From an optimization exercise on the open Yosys and OpenROAD flow, aimed at small area, a short achievable clock period and few clock cycles per item; shortcuts taken in it are not production practice.
Where RTL was checked, it was by simulation tests only, not by an equivalence proof against the original.
The RTL of run 1 was laid out without a check of its function.

## flow/design.v (module list and top-level ports; edited modules follow where they fit)
// module cvu: 6764 lines
module cvu (
    input  wire        clk,
    input  wire        rst,
    input  wire        in_valid,
    output wire        in_ready,
    input  wire        in_first,
    input  wire        in_last,
    input  wire [3:0]  in_bytes,
    input  wire [63:0] in_data,
    input  wire [2:0]  cfg_preset,
    input  wire        cfg_chain,
    input  wire [6:0]  cfg_width,
    input  wire [63:0] cfg_poly,
    input  wire [63:0] cfg_init,
    input  wire [63:0] cfg_xorout,
    input  wire        cfg_refin,
    input  wire        cfg_refout,
    output reg         out_valid,
    output reg  [63:0] out_crc,
    output reg  [63:0] out_reg
);
  // ...
==> flow/run.sh <==
#!/bin/bash
# synth_recipe.tcl (not shown) runs the flow's synth.tcl, then flattens the netlist and writes it again
# the make line also repeats each setting of config.mk as NAME=value (left out here)
make -C /OpenROAD-flow-scripts/flow DESIGN_CONFIG=/design/flow/config.mk WORK_HOME=/design/flow/orfs CLKGATE_MAP_FILE= SYNTH_SCRIPT=/design/flow/synth_recipe.tcl finish
==> flow/config.mk <==
export PLATFORM = sky130hd
export DESIGN_NAME = cvu
export DESIGN_NICKNAME = cvu
export VERILOG_FILES = /design/flow/design.v
export SDC_FILE = /design/flow/constraint.sdc
export NUM_CORES = 4
export LEC_CHECK = 0
export CAP_MARGIN = 20
export CORE_MARGIN = 2
export CORE_UTILIZATION = 40
export PLACE_DENSITY = 0.5
export SLEW_MARGIN = 50
==> flow/constraint.sdc <==
create_clock -name core_clock -period 44.0 [get_ports {clk}]
set_input_delay 8.8000 -clock core_clock [delete_from_list [all_inputs] [get_ports {clk}]]
set_output_delay 8.8000 -clock core_clock [all_outputs]
set_load 0.01 [all_outputs]
==> flow_summary.toml, run 1 <==
[status]
status = "finished clean"

[synthesis]
synth_xor_area_frac = 0.3937
synth_edf_count = 416
yosys-top-cells-area = "xnor2_1 (23%), edfxtp_1 (14%), nor2_1 (11%)"
synthAdderAreaFrac = 0.0009725

[critical_path]
required_ns = 44.46
crit_start = "cfg_preset[0]"
cp-endpoint = "d_r[3]$_DFFE_PP_"
cpMaxStageDelayCell = "clkdlybuf4s50_1"

[final_layout]
buffers = 977
multi_input_area_share = 0.6901
final_nets = 11580
fillerInstances = 22196
clkbuf_count = 100
dominant_cells = "multi-input gates"

[drt]
drtAntennaViolNets = 0
met3_length_um = 87850
vias_per_cell = 6.507
vias = 93675
drt-total-wl_um = 570700
wl_per_cell_um = 39.64
drc = 0

[clock_tree]
post_cts_resized = 0
cts_made_buffers = 74

[hold_path]
holdCritStartpoint = "res_xor[10]$_DFF_P_"

[job]
cap_violations = 0

[grt]
grt_max_degree = 100
grt.overflow.total = 0

[floorplan]
core-area_um2 = 224200
dieHeight_um = 478.5
io_pins = 408

[timing]
maxSlewViolCount = 0
==> run 2, diff against run 1 <==
--- a/flow/design.v
+++ b/flow/design.v
@@ -18,17 +18,17 @@
     output reg         out_valid,
     output reg  [63:0] out_crc,
     output reg  [63:0] out_reg
 );
     integer i1, j1, t1, j2, i3, i4, i7, i8, i9;
     reg acc1;
     reg        ready_r;      
     reg        s1, s2;       
-    reg        valid_r, first_r, last_r, expf_r, pend;
+    reg        valid_r, last_r, expf_r, pend;
     reg  [7:0] jsel;         
     reg  [7:0] jsel_keep;    
     reg [63:0] d_r;          
     assign in_ready = ready_r;
     wire accept  = in_valid & ready_r;
     wire expl_in = (cfg_preset == 3'd0) | (cfg_preset == 3'd7);
     wire run     = ~(s1 | s2);
     wire go      = valid_r & run;
@@ -58,23 +58,22 @@
     assign isel_in[0] = ~in_first;                                         
     assign isel_in[1] = in_first & (expl_in | cfg_chain & ((cfg_preset == 3'd2) | (cfg_preset == 3'd3)));
     assign isel_in[2] = in_first & cfg_chain & ((cfg_preset == 3'd1) | (cfg_preset == 3'd4));
     assign isel_in[3] = in_first & cfg_chain & (cfg_preset == 3'd5);
     assign isel_in[4] = in_first & cfg_chain & (cfg_preset == 3'd6);
     assign isel_in[5] = in_first & ~cfg_chain & ((cfg_preset == 3'd1) | (cfg_preset == 3'd4));
     assign isel_in[6] = in_first & ~cfg_chain & (cfg_preset == 3'd3);
     assign isel_in[7] = in_first & ~cfg_chain & (cfg_preset == 3'd5);
-    wire refin_in = in_first ? (expl_in ? cfg_refin :
-                                (cfg_preset == 3'd1) | (cfg_preset == 3'd3) | (cfg_preset == 3'd4))
-                             : refin_r;
-    reg  [63:0] d_in;
+    wire refin_in = expl_in ? cfg_refin :
+                    (cfg_preset == 3'd1) | (cfg_preset == 3'd3) | (cfg_preset == 3'd4);
+    reg  [63:0] D;
     always @* begin
         for (i4 = 0; i4 < 64; i4 = i4 + 1)
-            d_in[i4] = refin_in ? in_data[63-i4] : in_data[8*(7 - i4/8) + (i4%8)];
+            D[i4] = refin_r ? d_r[63-i4] : d_r[8*(7 - i4/8) + (i4%8)];
     end
     reg [63:0] p_eff, mu_eff, xor_eff;
     reg  [5:0] k_eff;
     reg        refout_eff;
     always @* begin
         p_eff  = expl ? poly_r : 64'd0;
         mu_eff = expl ? mu_r : 64'd0;
         if (pre[1]) begin p_eff = p_eff | 64'h1edc6f4100000000; mu_eff = mu_eff | 64'h1f91caf6386f2c24; end
@@ -119,17 +118,17 @@
     wire [63:0] A_cur = ({64{isel[0]}} & A)
                       | ({64{isel[1]}} & init_r)
                       | ({64{isel[2]}} & {init_r[31:0], 32'd0})
                       | ({64{isel[3]}} & {init_r[15:0], 48'd0})
                       | ({64{isel[4]}} & {init_r[7:0], 56'd0})
                       | ({64{isel[5]}} & 64'hffffffff00000000)
                       | ({64{isel[6]}} & {64{1'b1}})
                       | ({64{isel[7]}} & 64'hffff000000000000);
-    wire [63:0] X     = A_cur ^ d_r;
+    wire [63:0] X     = A_cur ^ D;
     reg  [63:0] S, Xup;
     always @* begin
         S = 64'd0; Xup = 64'd0;
         for (i7 = 0; i7 < 8; i7 = i7 + 1)
             if (jsel[i7]) begin
                 S   = S   | (X >> (8 * i7));
                 Xup = Xup | (A_cur << (64 - 8 * i7));
             end
@@ -6707,18 +6706,17 @@
             if (run)
                 valid_r <= in_valid;
             if (accept)
                 expf_r <= in_last;
             pend    <= go & last_r;
         end
         out_valid <= ~rst & pend;
         if (run) begin
-            d_r     <= d_in;
-            first_r <= in_first;
+            d_r     <= in_data;
             isel    <= isel_in;
             last_r  <= in_last;
         end
         if (run)
             jsel <= jsel_in;
         else if (s1)
             jsel <= 8'd1;
         else
@@ -6740,17 +6738,17 @@
             poly_r   <= cfg_poly;
             init_r   <= cfg_init;
             xor_r    <= cfg_xorout;
         end else if (s1) begin
             poly_r <= U;
             p0_r   <= sh_out[0];
             xor_r  <= xor_r & wmask;
             mu_r   <= 64'd0;
-            init_r <= V_sq ^ d_r;
+            init_r <= V_sq ^ D;
         end else if (s2) begin
             poly_r <= pal_back;
             init_r <= sh_out;
             mu_r   <= mu_new;
         end
         if (s1)
             A <= init_r;
         else if (go)
==> run 2 against run 1 <==
Compared with the run above: synthesized cell count barely moved; cell count rose by 0.31%; sequential cell count did not move; synthesized area rose by 0.52%; global-route usage rose by 0.91 points; hold slack improved by 0.011 ns; setup slack improved by 0.043 ns; critical endpoint is now A[47]$_DFFE_PP_; highest routed layer unchanged.
==> flow_summary.toml, run 2 <==
[status]
status = "finished clean"

[floorplan]
die_w_um = 479.7
core-area_um2 = 224900
num_rows = 174
dieArea_um2 = 230100
initial_core_util = 0.4025
io_pins = 408
dieHeight_um = 479.7

[hold_path]
hold_depth = 0
min_path_type = "register to register"
holdCritStartpoint = "jsel[4]$_DFF_P_"

[clock_tree]
max-clock-path-buffers = 3
cts_max_level = 3
cts_made_buffers = 70
clockRootBuffer = "clkbuf_16"
postCtsHoldBufs = 0
insertion_delay_ns = 0.72
clk_pin_slew_ns = 0.07
postCtsSetupRepairBufs = 0
post_cts_resized = 0
cts_tree = "done"
cts.sinks = 630

[grt]
grt_antenna_before_repair = 81
grt.overflow.total = 0
grt_max_degree = 144
grt_pass1_wl_um = 769900
grt_pass1_vias = 85538
grt_use_total = 0.4884

[timing]
maxSlewViolCount = 0
max_freq_mhz = 93.92
setup_viol = 0
setup_slack_ns = 33.35
rsz0062_at_grt = "no"
finalClockSkew_ns = 0.05961
final.setup.tns_ns = 0
tightest_slew_ns = 0.9005
slew_headroom = 0.3954
fin_crit_ns = 10.65
final-hold-violation-count = 0
period_share = 0.2420

[drt]
drt-total-wl_um = 585200
vias_per_cell = 6.574
vias = 94936
dr.first_iter.drc_count = 17966
drt-pass1-iter-count = 11
drc = 0
drtAntennaViolNets = 0
wl_per_cell_um = 40.53

[synthesis]
synth_top_family_by_area = "XOR/XNOR gates"
synth_nets = 11346
synth_cell_types = 83
async_reset_ff_frac = 0
synth.most_common_cell = "nor2_1"
synth_xor_area_frac = 0.3968
avgSynthCellArea_um2 = 8.184
synth_ff_type = "edfxtp_1"
synthAdderAreaFrac = 0.0009675
yosys-top-cells-area = "xnor2_1 (22%), edfxtp_1 (14%), xnor3_1 (12%)"
syn-cell-area_um2 = 90530
netlist_instances = 11061
synth_top_area_cell = "xnor2_1"
synth_compound_area_frac = 0.1230
synth_top_area_frac = 0.2153
synth_warnings = 1
seq_area_frac_synth = 0.1853
yosys.area_share.simple = 0.1848
yosys-mux-area-fraction = 0.07006
synth_edf_count = 416
synth-seq-cells = 630
synthTopCellsByCount = "nor2_1 (2702), xnor2_1 (2225), nand2_1 (932)"

[final_layout]
syn_to_final_growth_pct = 15.44
final_nets = 11630
fillerInstances = 21975
drive_gt1_frac = 0.1229
final_common_cell = "nor2_1"
layout_common_cells = "nor2_1 (2686), xnor2_1 (2105), nand2_1 (927), buf_4 (575), xnor3_1 (472)"

[place]
io_buffers = 406
gp_congestion = 1.067
place_hpwl_um = 436000
pre_cts_slack_ns = 33.08

[critical_path]
cpMaxStageDelayCell = "xor3_1"
crit_chain = "buf_4 -> buf_4 -> a221o_1 -> xor2_1 -> o221ai_1 -> buf_4 -> o41ai_1 -> xnor3_1 -> xnor3_1 -> xnor3_1 -> xnor3_1 -> xor3_1 -> xnor2_4 -> buf_4 -> nor2_1 -> xnor2_1 -> xnor2_1 -> xnor2_2 -> xnor3_1 -> xnor2_1 -> xor3_1 -> xor2_1 -> mux2_2"
reg2reg_depth = 23
cp_max_fo = 41
critPathKind = "register to register"
slowest_delay_ns = 0.85
crit_top_cell = "xnor3_1"
end_kind = "register"
critPathBufInv = 4
required_ns = 44.48
crit_start = "isel[0]$_DFFE_PP_"
crit_arrival_ns = 11.12
cp-start-kind = "register"
cp.depth = 23
cp_top_family = "XOR/XNOR gates"
r2r_start = "isel[0]$_DFFE_PP_"

[job]
cap_violations = 0
## run 2: worst reg2reg max path: cells and delay by family (launching register included)
kind	cells	cell delay [ns]
muxes	1	0.29
DFF	1	0.33
AOI/OAI and AO/OA	3	1.28
xor gates and xnor gates	14	6.82
and+or+nand+nor	1	0.11
buffers and inverters	4	1.63
## run 2: cell type report
class	count	area, µm²	share of cell area
tap	2992	3744	0.03582
clock buffer	96	1972	0.01887
antenna	49	122.6	0.001173
clock inverter	31	261.5	0.002502
sequential	630	16800	0.1608
multi-input combinational	9562	72400	0.6928
timing repair buffer	1027	8980	0.08593
inverter	54	221.5	0.002119
## run 2: path summary, 6_finish.rpt
check                                end  slack [ns]
setup / recovery         A[47]$_DFFE_PP_       33.35
hold / removal    jsel_keep[4]$_DFFE_PP_        0.43
setup reg to reg         A[47]$_DFFE_PP_       33.35
hold reg to reg   jsel_keep[4]$_DFFE_PP_        0.43
## run 2: layer usage
| layer | part of all wire | track usage |
|---|---|---|
| met3 | 0.16 | 0.2105 |
| met5 | 0.00037 | 0.001243 |
| met2 | 0.39 | 0.6610 |
| met1 | 0.38 | 0.6393 |
| met4 | 0.073 | 0.2841 |
## run 2: logic make-up (layout without fill, tap and decap cells)
| family | after synthesis | after routing |
|---|---|---|
| fa+ha+maj | 7 | 7 |
| mux | 474 | 474 |
| xor+xnor | 3257 | 3257 |
| simple gates | 4147 | 4147 |
| other cells | 0 | 49 |
| compound gates | 1677 | 1677 |
| buf+inv | 869 | 1208 |
| flops | 630 | 630 |
## run 2: metrics by stage
step / instances / utilization / area [µm²] / hold WS (ns)
after floorplan: 11061 / - / 90530 / 0.4064
after CTS: 14379 / 0.4618 / 103900 / 0.4273
after global routing: 14406 / 0.4643 / 104400 / 0.4388
final: 14441 / 0.4647 / 104500 / 0.4293
after global placement: 14218 / 0.4448 / 100000 / 0.4089
after detailed placement: 14252 / 0.4518 / 101600 / 0.4156
Testbench counts of run 2, summed over its fixed seeds: cycles 16,701, bytes 125,702.
==> run 3, diff against run 2 <==
==> flow/flow/run.sh (new file) <==
#!/bin/bash
# The standard layout (the standard.sh: ORFS synthesis, floorplan, placement,
# CTS, routing) at the design's clock and constraints, with two changes:
#  - the buffers that buffer_ports puts on every input and output port are
#    buf_2 cells instead of the tool's default choice;
#  - ORFS's repair_timing steps (after CTS and after global routing) aim for
#    34.2 ns of setup slack instead of 0, so that they also shorten paths that
#    already meet the 44 ns clock.
# The make output goes to standard.log; ORFS keeps each step's log under orfs/logs.
set -euo pipefail
export BUFFER_PORTS_ARGS="-buffer_cell sky130_fd_sc_hd__buf_2"
export SETUP_SLACK_MARGIN=34.2
bash standard.sh > standard.log 2>&1
==> flow/standard.sh (new file) <==
#!/bin/bash
# synth_recipe.tcl (not shown) runs the flow's synth.tcl, then flattens the netlist and writes it again
# the make line also repeats each setting of config.mk as NAME=value (left out here)
make -C /OpenROAD-flow-scripts/flow DESIGN_CONFIG=/design/flow/config.mk WORK_HOME=/design/flow/orfs CLKGATE_MAP_FILE= SYNTH_SCRIPT=/design/flow/synth_recipe.tcl "${@:-finish}"
removed: flow/run.sh
==> run 3 against run 2 <==
Compared with the run above: still clean on timing, DRC and antenna; synthesized cell count stayed put; clock-buffer cell count is 5 lower.
==> flow_summary.toml, run 3 <==
[critical_path]
cp-start-kind = "register"
cp_top_family = "flip-flops"
critPathKind = "register to output pin"
crit_arrival_ns = 1.21
end_kind = "output pin"
slowest_delay_ns = 0.36
critPathBufInv = 1
required_ns = 35.20
cpMaxStageDelayCell = "dfxtp_4"
cp_max_fo = 1
crit_chain = "buf_6"

[place]
io_buffers = 406
place_hpwl_um = 435400
gp_congestion = 1.071
place_inst = 14242

[timing]
rsz0062_at_grt = "yes"
maxSlewViolCount = 0
max_freq_mhz = 99.92
tightest_slew_ns = 0.8838
final.setup.tns_ns = 0
finalClockSkew_ns = 0.05683
setup_viol = 0
period_share = 0.2274
slew_headroom = 0.4108
final-hold-violation-count = 0
fin_crit_ns = 10.01

[status]
status = "finished clean"

[clock_tree]
postCtsHoldBufs = 0
cts_max_level = 3
clk_pin_slew_ns = 0.06
max-clock-path-buffers = 3
cts_made_buffers = 72
cts.sinks = 630
insertion_delay_ns = 0.74
cts_tree = "done"
clockRootBuffer = "clkbuf_16"

[final_layout]
drive_gt1_frac = 0.1678
finalNonFillerCells = 14427
final_common_cell = "nor2_1"
layout_common_cells = "nor2_1 (2685), xnor2_1 (2105), nand2_1 (926), buf_4 (566), xnor3_1 (468)"
syn_to_final_growth_pct = 14.32
fillerInstances = 22383
multiInputGateArea_um2 = 72520
final_nets = 11625
seq_area_um2 = 16940

[drt]
drt-pass1-iter-count = 11
drt-total-wl_um = 587400
wl_per_cell_um = 40.71
vias_per_cell = 6.607
dr.first_iter.drc_count = 17348
drtAntennaViolNets = 0
vias = 95318
drc = 0

[synthesis]
seq_area_frac_synth = 0.1853
synthTopCellsByCount = "nor2_1 (2702), xnor2_1 (2225), nand2_1 (932)"
synth_edf_count = 416
synth_cell_types = 83
async_reset_ff_frac = 0
yosys-top-cells-area = "xnor2_1 (22%), edfxtp_1 (14%), xnor3_1 (12%)"
synth_top_area_cell = "xnor2_1"
synth_top_area_frac = 0.2153
synth_ff_type = "edfxtp_1"
synth-seq-cells = 630
synth_warnings = 1
synth_nets = 11346
avgSynthCellArea_um2 = 8.184
synth.most_common_cell = "nor2_1"
syn-cell-area_um2 = 90530
netlist_instances = 11061

[floorplan]
num_rows = 174
die_w_um = 479.7
dieHeight_um = 479.7
initial_core_util = 0.4025
dieArea_um2 = 230100
io_pins = 408
core-area_um2 = 224900

[grt]
grt_pass1_wl_um = 775100
grt_pass1_vias = 86022
grt.overflow.total = 0
grt_use_total = 0.4904
grt_antenna_before_repair = 83
grt_max_degree = 117

[hold_path]
min_path_type = "register to register"

[job]
cap_violations = 0
run 3: worst paths after layout:
kind | to | slack [ns] | startpoint | cells past startpoint
min reg2reg | out_crc[44]$_DFF_P_ | 0.40 | res_xor[44]$_DFF_P_ | 1
max reg2reg | A[47]$_DFFE_PP_ | 34.00 | refin_r$_DFFE_PP_ | 23
min | out_crc[44]$_DFF_P_ | 0.40 | res_xor[44]$_DFF_P_ | 1
max | out_reg[0] | 33.99 | out_reg[0]$_DFF_P_ | 1
run 3: per-layer routing:
metal | global-route usage | vias to the layer above | share of wire
met4 | 0.2759 | 44 | 0.073
met1 | 0.6446 | 47138 | 0.38
met3 | 0.2043 | 1875 | 0.16
met5 | 0 | - | 0.00056
li1 | - | 37959 | -
met2 | 0.6699 | 8302 | 0.39
run 3: layout make-up:
class / count / area share
Tap cell: 2992 / 0.03617
Timing Repair Buffer: 1020 / 0.07266
Clock inverter: 41 / 0.004437
Antenna cell: 37 / 0.0008947
Multi-Input combinational cell: 9562 / 0.7008
Clock buffer: 91 / 0.01930
Inverter: 54 / 0.002092
Sequential cell: 630 / 0.1637
run 3: cell families after synthesis:
kind of cell,synth area share
compound gates,0.1230
xor+xnor,0.3968
mux,0.07006
buf+inv,0.03903
simple gates,0.1848
flops,0.1853
fa+ha+maj,0.0009674
run 3: timing repair:
item,CTS,global route
resized for setup,222,33
setup buffers,1,5
endpoints found under the setup margin,194,157
pin swaps,1,0
run 3: per-stage QoR:
step           worst slack [ns]  instance area, µm²    util  hold slack [ns]
2_1_floorplan             34.30               90530       -           0.4064
3_3_place_gp              32.94               98020  0.4358           0.4206
3_5_place_dp              33.40               99500  0.4424           0.4207
4_1_cts                   33.96              102700  0.4569           0.4086
5_1_grt                   33.99              103400  0.4599           0.4109
6_report                  33.99              103500  0.4602           0.4043

==> afterwards: timing with drivers on the ports <==
In the flow no input, the clock included, has a driving cell. The finished layouts below were timed again as built, in two steps. Step 1 (the two cells are an assumption about what drives the block):
set clk [get_ports {clk}]
set_driving_cell -lib_cell sky130_fd_sc_hd__clkbuf_16 $clk
set_driving_cell -lib_cell sky130_fd_sc_hd__buf_2 [delete_from_list [all_inputs] $clk]
Step 2 adds t to the input delays and takes it off the output delays; t is the mean of the earliest and latest rising clock arrival at the registers after step 1. Input paths then give back, and output paths get back, about the clock's delay inside the block. a / b / c = ideal / step 1 / step 2; a / b = the first two.
run	t (ns)	setup WS [ns]	worst hold slack (ns)	worst setup path at the end	worst data-port slew with drivers (ns)
run 1	0.790	33.309 / 33.291 / 32.501	0.419 / 0.419 / 0.419	input to register	0.13
run 2	0.773	33.353 / 33.353 / 33.353	0.429 / 0.429 / 0.429	register to register	0.11
run 3	0.790	33.992 / 33.917 / 33.895	0.404 / 0.404 / 0.404	input to register	0.14
After both steps setup and hold are still met in every run listed. The setup slack of run 1, which loses most, moves by -0.018 ns with the drivers and by -0.808 ns with both steps.
